What follows belongs to an exercise in optimizing a design on an open flow for small area; a production flow would make more cautious choices.
Only the layout flow was run in this run; the RTL was not checked for function there.
Power is estimated from default activity; no workload was simulated.

--- flow/run.sh ---
#!/bin/bash
# synth_recipe.tcl (not shown) runs the flow's synth.tcl, then flattens the netlist and writes it again
# the make line also repeats each setting of config.mk as NAME=value (left out here)
make -C /OpenROAD-flow-scripts/flow DESIGN_CONFIG=/design/flow/config.mk WORK_HOME=/design/flow/orfs CLKGATE_MAP_FILE= SYNTH_SCRIPT=/design/flow/synth_recipe.tcl finish
--- flow/config.mk ---
export PLATFORM = sky130hd
export DESIGN_NAME = ring_rx
export DESIGN_NICKNAME = ring_rx
export VERILOG_FILES = /design/flow/design.v
export SDC_FILE = /design/flow/constraint.sdc
export NUM_CORES = 4
export LEC_CHECK = 0
export CAP_MARGIN = 20
export CORE_MARGIN = 2
export CORE_UTILIZATION = 40
export PLACE_DENSITY = 0.6
export SLEW_MARGIN = 20
--- flow/design.v ---
module ring_rx (
    input  wire         clk,
    input  wire         rst,
    input  wire         cg_valid,
    input  wire [9:0]   cg,
    output wire         hdr_valid,
    output wire [127:0] hdr_data,
    output wire         dat_valid,
    output wire [7:0]   dat_byte,
    output wire         blk_valid,
    output wire [7:0]   blk_node,
    output wire [7:0]   blk_kind,
    output wire [15:0]  blk_len,
    output wire [1:0]   blk_status,
    output wire         end_valid,
    output wire [1:0]   end_kind,
    output wire [1:0]   end_hdr,
    output reg  [31:0]  hdr_crc_errors,
    output reg  [31:0]  blk_crc_errors,
    output reg  [31:0]  batons_aborted,
    output reg  [31:0]  code_violations
);
    reg       v_q;
    reg [9:0] c_q;
    always @(posedge clk) begin
        v_q <= cg_valid & ~rst;
        c_q <= cg;
    end
    reg rd;    
    wire [5:0] rx6 = {c_q[0], c_q[1], c_q[2], c_q[3], c_q[4], c_q[5]};
    wire [3:0] rx4 = {c_q[6], c_q[7], c_q[8], c_q[9]};
    reg [4:0] x6;
    reg       bal6;     
    reg       hit6;     
    reg       hitp6;    
    always @(*) begin
        hit6 = 1'b1;
        case (rx6)
            6'b100111: x6 = 5'd0;
            6'b011101: x6 = 5'd1;
            6'b101101: x6 = 5'd2;
            6'b110001: x6 = 5'd3;
            6'b110101: x6 = 5'd4;
            6'b101001: x6 = 5'd5;
            6'b011001: x6 = 5'd6;
            6'b111000: x6 = 5'd7;
            6'b111001: x6 = 5'd8;
            6'b100101: x6 = 5'd9;
            6'b010101: x6 = 5'd10;
            6'b110100: x6 = 5'd11;
            6'b001101: x6 = 5'd12;
            6'b101100: x6 = 5'd13;
            6'b011100: x6 = 5'd14;
            6'b010111: x6 = 5'd15;
            6'b011011: x6 = 5'd16;
            6'b100011: x6 = 5'd17;
            6'b010011: x6 = 5'd18;
            6'b110010: x6 = 5'd19;
            6'b001011: x6 = 5'd20;
            6'b101010: x6 = 5'd21;
            6'b011010: x6 = 5'd22;
            6'b111010: x6 = 5'd23;
            6'b110011: x6 = 5'd24;
            6'b100110: x6 = 5'd25;
            6'b010110: x6 = 5'd26;
            6'b110110: x6 = 5'd27;
            6'b001110: x6 = 5'd28;
            6'b101110: x6 = 5'd29;
            6'b011110: x6 = 5'd30;
            6'b101011: x6 = 5'd31;
            6'b011000: x6 = 5'd0;
            6'b100010: x6 = 5'd1;
            6'b010010: x6 = 5'd2;
            6'b001010: x6 = 5'd4;
            6'b000111: x6 = 5'd7;
            6'b000110: x6 = 5'd8;
            6'b101000: x6 = 5'd15;
            6'b100100: x6 = 5'd16;
            6'b000101: x6 = 5'd23;
            6'b001100: x6 = 5'd24;
            6'b001001: x6 = 5'd27;
            6'b010001: x6 = 5'd29;
            6'b100001: x6 = 5'd30;
            6'b010100: x6 = 5'd31;
            default: begin x6 = 5'd0; hit6 = 1'b0; end
        endcase
    end
    wire [2:0] ones6 = {2'd0, rx6[0]} + {2'd0, rx6[1]} + {2'd0, rx6[2]} +
                       {2'd0, rx6[3]} + {2'd0, rx6[4]} + {2'd0, rx6[5]};
    wire [2:0] ones4 = {2'd0, rx4[0]} + {2'd0, rx4[1]} + {2'd0, rx4[2]} + {2'd0, rx4[3]};
    wire more6 = ones6 > 3'd3;
    wire less6 = ones6 < 3'd3;
    wire six_pos = more6 || rx6 == 6'b000111;
    wire six_neg = less6 || rx6 == 6'b111000;
    wire v6  = hit6 & (rd ? ~more6 & rx6 != 6'b111000 : ~less6 & rx6 != 6'b000111);
    wire rd6 = six_pos ? 1'b1 : six_neg ? 1'b0 : rd;
    wire four_pos = ones4 > 3'd2 || rx4 == 4'b0011;
    wire four_neg = ones4 < 3'd2 || rx4 == 4'b1100;
    wire rd_next  = four_pos ? 1'b1 : four_neg ? 1'b0 : rd6;
    wire a7n = x6 == 5'd17 || x6 == 5'd18 || x6 == 5'd20;
    wire a7p = x6 == 5'd11 || x6 == 5'd13 || x6 == 5'd14;
    reg [2:0] y4;
    reg       v4;
    always @(*) begin
        v4 = 1'b0;
        y4 = 3'd0;
        case (rx4)
            4'b1011: begin y4 = 3'd0; v4 = ~rd6; end
            4'b0100: begin y4 = 3'd0; v4 =  rd6; end
            4'b1001: begin y4 = 3'd1; v4 = 1'b1; end
            4'b0101: begin y4 = 3'd2; v4 = 1'b1; end
            4'b1100: begin y4 = 3'd3; v4 = ~rd6; end
            4'b0011: begin y4 = 3'd3; v4 =  rd6; end
            4'b1101: begin y4 = 3'd4; v4 = ~rd6; end
            4'b0010: begin y4 = 3'd4; v4 =  rd6; end
            4'b1010: begin y4 = 3'd5; v4 = 1'b1; end
            4'b0110: begin y4 = 3'd6; v4 = 1'b1; end
            4'b1110: begin y4 = 3'd7; v4 = ~rd6 & ~a7n; end
            4'b0111: begin y4 = 3'd7; v4 = ~rd6 &  a7n; end
            4'b0001: begin y4 = 3'd7; v4 =  rd6 & ~a7p; end
            4'b1000: begin y4 = 3'd7; v4 =  rd6 &  a7p; end
            default: ;
        endcase
    end
    wire [7:0] dbyte  = {y4, x6};
    wire       is_d   = v6 & v4;
    wire       kx7    = v6 & (rx4 == (rd6 ? 4'b1000 : 4'b0111));
    wire       is_sob = kx7 & x6 == 5'd27;
    wire       is_eob = kx7 & x6 == 5'd29;
    wire       is_abt = kx7 & x6 == 5'd30;
    wire       is_com = rd ? (rx6 == 6'b110000 && rx4 == 4'b0101)
                           : (rx6 == 6'b001111 && rx4 == 4'b1010);
    wire       is_ctl = is_sob | is_eob | is_abt | is_com;
    wire       is_bad = ~is_d & ~is_ctl;
    wire [7:0] mbyte  = is_d ? dbyte : 8'd0;
    localparam [2:0] ST_OUT  = 3'd0;
    localparam [2:0] ST_HDR  = 3'd1;
    localparam [2:0] ST_BHDR = 3'd2;
    localparam [2:0] ST_BDAT = 3'd3;
    localparam [2:0] ST_BCRC = 3'd4;
    localparam [2:0] ST_SKIP = 3'd5;    
    localparam [2:0] ST_HERR = 3'd6;    
    reg [2:0]   state;
    reg [12:0]  bcount;    
    reg [31:0]  crc;
    reg         poison;
    reg [127:0] hbuf;
    reg [7:0]   b_node;
    reg [7:0]   b_kind;
    reg [9:0]   b_len;
    reg [7:0]   wcnt;      
    function [31:0] crc32_byte(input [31:0] c, input [7:0] b);
        integer j;
        reg [31:0] r;
        begin
            r = c ^ {24'd0, b};
            for (j = 0; j < 8; j = j + 1)
                r = r[0] ? ((r >> 1) ^ 32'hEDB88320) : (r >> 1);
            crc32_byte = r;
        end
    endfunction
    wire [31:0] crc_next = crc32_byte(crc, dbyte);
    wire        crc_ok   = crc_next == 32'hDEBB20E3 && !poison && is_d;
    wire [1:0] pos    = bcount[1:0];
    wire       inb    = state != ST_OUT;
    wire       isbyte = v_q & ~is_ctl;
    wire       ctl    = v_q & is_ctl;
    wire       toolong = bcount[12];
    wire       nbyte  = isbyte & inb & ~toolong;    
    wire       eb     = (ctl & inb) | (isbyte & inb & toolong);    
    wire [15:0] len_next = {mbyte, b_len[7:0]};
    wire        len_ok   = len_next[1:0] == 2'b00 && len_next[15:10] == 6'd0 && len_next[9:2] != 8'd0;
    wire h_last  = state == ST_HDR  && bcount[4:0] == 5'd19;
    wire bh_last = state == ST_BHDR && pos == 2'd3;
    wire bc_last = state == ST_BCRC && pos == 2'd3;
    wire open_blk = (state == ST_BHDR && pos != 2'd0) || state == ST_BDAT || state == ST_BCRC;
    wire ev_hdr_ok  = nbyte & h_last & crc_ok;
    wire ev_hdr_bad = nbyte & h_last & ~crc_ok;
    wire ev_len_bad = nbyte & bh_last & ~len_ok;
    wire ev_blk_end = nbyte & bc_last;
    wire ev_blk_bad = ev_blk_end & ~crc_ok;
    wire ev_short   = eb & open_blk;
    assign hdr_valid = ev_hdr_ok;
    assign hdr_data  = hbuf & {128{ev_hdr_ok}};
    assign dat_valid = nbyte & state == ST_BDAT;
    assign dat_byte  = mbyte & {8{dat_valid}};
    assign blk_valid = ev_len_bad | ev_blk_end | ev_short;
    wire   kind_in   = ~(ev_short && state == ST_BHDR && pos == 2'd1);
    wire   lenl_in   = ~(ev_short && state == ST_BHDR && pos != 2'd3);
    wire   lenh_in   = ~(ev_short && state == ST_BHDR);
    assign blk_node  = b_node & {8{blk_valid}};
    assign blk_kind  = b_kind & {8{blk_valid & kind_in}};
    assign blk_len   = (ev_len_bad ? len_next : {6'd0, b_len & {{2{lenh_in}}, {8{lenl_in}}}}) & {16{blk_valid}};
    assign blk_status = ev_short ? 2'd2 : ev_len_bad ? 2'd3 : {1'b0, ev_blk_bad};
    assign end_valid = eb;
    assign end_kind  = ~eb ? 2'd0 : ~v_q | ~is_ctl ? 2'd3 : is_eob ? 2'd0 : is_abt ? 2'd1 : 2'd2;
    assign end_hdr   = ~eb ? 2'd0 : state == ST_HDR ? 2'd2 : state == ST_HERR ? 2'd1 : 2'd0;
    wire unit_start = (ctl & is_sob) | (nbyte & (h_last | bc_last));
    always @(posedge clk) begin
        if (rst) begin
            rd    <= 1'b0;
            state <= ST_OUT;
        end else if (v_q) begin
            rd <= rd_next;
            if (is_sob)
                state <= ST_HDR;
            else if (eb)
                state <= ST_OUT;
            else if (nbyte) begin
                case (state)
                    ST_HDR:  if (h_last) state <= crc_ok ? ST_BHDR : ST_HERR;
                    ST_BHDR: if (bh_last) state <= len_ok ? ST_BDAT : ST_SKIP;
                    ST_BDAT: if (pos == 2'd3 && wcnt == 8'd1) state <= ST_BCRC;
                    ST_BCRC: if (bc_last) state <= ST_BHDR;
                    default: ;
                endcase
            end
        end
    end
    always @(posedge clk) begin
        if (v_q) begin
            if (unit_start) begin
                crc    <= 32'hFFFFFFFF;
                poison <= 1'b0;
            end else begin
                crc    <= crc_next;
                poison <= poison | is_bad;
            end
            if (is_sob)
                bcount <= 13'd0;
            else if (~is_ctl)
                bcount <= bcount + 13'd1;
        end
        if (nbyte && state == ST_HDR && !bcount[4])
            hbuf <= {dbyte, hbuf[127:8]};
        if (nbyte && state == ST_BHDR) begin
            case (pos)
                2'd0: b_node <= mbyte;
                2'd1: b_kind <= mbyte;
                2'd2: b_len[7:0] <= mbyte;
                default: begin
                    b_len[9:8] <= mbyte[1:0];
                    wcnt <= len_next[9:2];
                end
            endcase
        end
        if (nbyte && state == ST_BDAT && pos == 2'd3)
            wcnt <= wcnt - 8'd1;
    end
    function [31:0] sat_inc(input [31:0] v);
        sat_inc = (v == 32'hFFFFFFFF) ? v : v + 32'd1;
    endfunction
    always @(posedge clk) begin
        if (rst) begin
            hdr_crc_errors  <= 32'd0;
            blk_crc_errors  <= 32'd0;
            batons_aborted  <= 32'd0;
            code_violations <= 32'd0;
        end else begin
            if (ev_hdr_bad) hdr_crc_errors <= sat_inc(hdr_crc_errors);
            if (ev_blk_bad) blk_crc_errors <= sat_inc(blk_crc_errors);
            if (ctl & inb & is_abt) batons_aborted <= sat_inc(batons_aborted);
            if (v_q & is_bad) code_violations <= sat_inc(code_violations);
        end
    end
endmodule
--- flow/constraint.sdc ---
create_clock -name core_clock -period 20.0 [get_ports {clk}]
set_input_delay 4.0000 -clock core_clock [delete_from_list [all_inputs] [get_ports {clk}]]
set_output_delay 4.0000 -clock core_clock [all_outputs]
set_load 0.01 [all_outputs]
==> results.ini <==
[timing]
final.setup.tns_ps=0
finalHoldViolCount=0
finalCriticalPeriod_ps=10750
layout_setup_ws_ps=9250
clock_skew_ps=17.0
setup_viol=0
min_period_over_period=0.538
holdWs_ps=436
tightest_slew_ps=975
slew-limit-headroom=0.350
clock.fmax_mhz=93.0
drv_slew=0
rsz0062_at_grt=false

[cts]
cts_buffers=41
cts_hold_buf=0
post_cts_buffers=0
worstSkewPairLatency_ps=570
clockRootBuffer=clkbuf_16
clk_path_buf_depth=3
clkSlewWorstSetupHoldPaths_ps=60
cts_tree=done
cts.repair.resized=0
cts_sinks=357
htree_num_levels=2

[floorplanning]
dieWidth_um=217
num_rows=77
die_y_um=217
initial_core_util=0.407
io_pins=319
dieArea_sq_mm=0.0469
core_sq_mm=0.0444

[grt]
gr-total-overflow=0
grt_max_degree=130
grt_use_total=0.205
antenna_found_initial=0
grt_pass1_vias=13252
grt_pass1_wl_mm=76.7

[power]
p_per_area_mw_per_mm2=97.5
leakagePower_nw=8.11
peakVddDrop_uv=68.3

[synthesis]
synth_edf_count=208
synth_largest_area_cell=edfxtp_1
synth.top_cell.area_share=0.346
synth_area_sq_mm=0.0181
ys_async_sr_fraction=0
synthTopCellsByArea=edfxtp_1 35%, dfxtp_1 17%, and2_1 5.1%
syn_nets=1816
synth.avg_cell_area_sq_um=10.2
ys.flop_type=edfxtp_1
yosysSeqAreaShare=0.511
yosysWarnings=1
syn_inst=1773
synth_cell_type_count=78
ys_ff_latch=357

[hold_path]
hp-class=reg -> reg
hold_start=hbuf[97]

[layout]
fin_nets=2103
final_common_cell=clkdlybuf4s50_1
drive_gt1_frac=0.0641
fillers=4048
final_cell_mix=317 x clkdlybuf4s50_1, 208 x edfxtp_1, 189 x nor2_1
syn_to_final_growth_pct=27.8
antenna_cells=0

[critical_path]
cp.required_ps=16000
critical_path_arrival_ps=6750
cp-end-kind=output pin
crit_type=reg -> out
timing.rr.start=c_q[0]
path_max_fanout=129
critPathLaunch=c_q[0]
start_kind=register

[placed_design]
gp_congestion=0.868
io_buffers=318
pre_cts_ws_ps=9870
dp_hpwl_mm=35.3

[route]
num_vias=14086
totalWireLength_mm=49.4
avgRoutedWirePerCell_um=18.4
dr.pass1.iters=5
drc=0
via_per_inst=5.25
drt_iter0_drc=1180
detail-route-antenna-nets=0

[run_status]
status=finished clean

[run]
max_cap_viol_count=0

## cell families after synthesis
family | Yosys count | synth area share
mux | 44 | 0.0269
simple gates | 828 | 0.245
compound gates | 209 | 0.0738
xor+xnor | 152 | 0.0868
fa+ha+maj | 32 | 0.0235
buf+inv | 151 | 0.0331
flops | 357 | 0.511
## layer usage
metal / GRT usage / part of all wire
met3: 0.0401 / 0.055
met1: 0.280 / 0.45
met5: 0 / 0
met2: 0.325 / 0.46
met4: 0.0715 / 0.029
## per-stage QoR
step | cells | cell area, sq um | util | power [mW]
after floorplan | 1773 | 18100 | - | 1.38
after global placement | 2609 | 21800 | 0.490 | 1.51
after detailed placement | 2609 | 21800 | 0.490 | 1.52
after CTS | 2683 | 23100 | 0.520 | 2.27
after global routing | 2683 | 23100 | 0.520 | 2.38
final | 2683 | 23100 | 0.520 | 2.25
## Yosys cell counts (all sizes together), types with 6 or more instances
library cell,count
edfxtp,208
nand4,43
a31oi,7
a211oi,11
dfxtp,149
o21ai,50
o31ai,20
nand2b,16
ha,26
nor3,28
and3,44
nand2,136
clkbuf,61
nor2,189
and2,149
a21oi,65
nand3,56
inv,60
nor2b,38
or3,20
mux2,36
buf,29
xor2,51
nand3b,9
xnor2,88
xnor3,9
and4,15
nor4b,8
nor4,25
mux2i,8
or4,30
nor3b,10
a21o,6
## state kept, by name, indices dropped and copies added, names as in the netlist
signal	flops
b_kind	8
rd	1
c_q	10
bcount	13
wcnt	8
blk_crc_errors	32
hit6	1
b_len	10
hbuf	128
state	3
v_q	1
dbyte	5
code_violations	32
poison	1
b_node	8
hdr_crc_errors	32
crc	32
batons_aborted	32
## path summary, 6_finish.rpt
| check | end | slack [ps] | cells past startpoint |
|---|---|---|---|
| min reg2reg | hbuf[89] | 440 | 0 |
| max reg2reg | blk_crc_errors[29] | 14180 | 17 |
| max | hdr_data[75] | 9250 | 18 |
| min | hbuf[89] | 440 | 0 |
## layout make-up
cell class | count | area [sq um] | share of cell area
clock buffers | 58 | 1200 | 0.0522
clock inverters | 16 | 120 | 0.00520
inverters | 61 | 229 | 0.00991
multi-input cells | 1265 | 8270 | 0.358
flip-flops and latches | 357 | 9230 | 0.400
well taps | 592 | 741 | 0.0321
repair buffers | 334 | 3300 | 0.143
## critical path, cell delays in order (launching register included)
cell,delay [ps]
dfxtp_1,340
fa_1,550
inv_1,50
fa_1,470
inv_1,40
ha_1,160
inv_1,60
fa_1,410
nor2b_1,130
o221a_2,190
o21ai_0,190
a311o_1,410
nor2_1,590
nand4_1,180
or4_4,510
nor4b_4,220
buf_4,700
and2_1,300
clkdlybuf4s50_1,560
## where the power goes
| group | total, mW | switching (mW) | internal [mW] |
|---|---|---|---|
| Sequential | 0.893 | 0.0372 | 0.856 |
| Combinational | 0.620 | 0.337 | 0.282 |
| Clock | 0.739 | 0.305 | 0.434 |

## static timing again, ports no longer ideal
How much do the figures lean on ideal ports? The routed layout below was timed once more, with nothing changed but the port constraints. Step 1 (the two cells are an assumption about what drives the block):
set clk [get_ports {clk}]
set_driving_cell -lib_cell sky130_fd_sc_hd__clkbuf_16 $clk
set_driving_cell -lib_cell sky130_fd_sc_hd__buf_2 [delete_from_list [all_inputs] $clk]
Step 2 also shifts input and output timing later by t, the mid clock arrival at the registers, as if the neighbouring blocks saw the same clock. a / b / c = ideal ports / drivers / drivers and shift; a / b = the first two.
t (ns): 0.615
setup slack, ns: 9.248 / 9.190 / 9.805
worst setup path after step 2: register to output
After both steps setup and hold are still met in this run. The setup slack of this run moves by -0.058 ns with the drivers and by +0.557 ns with both steps.
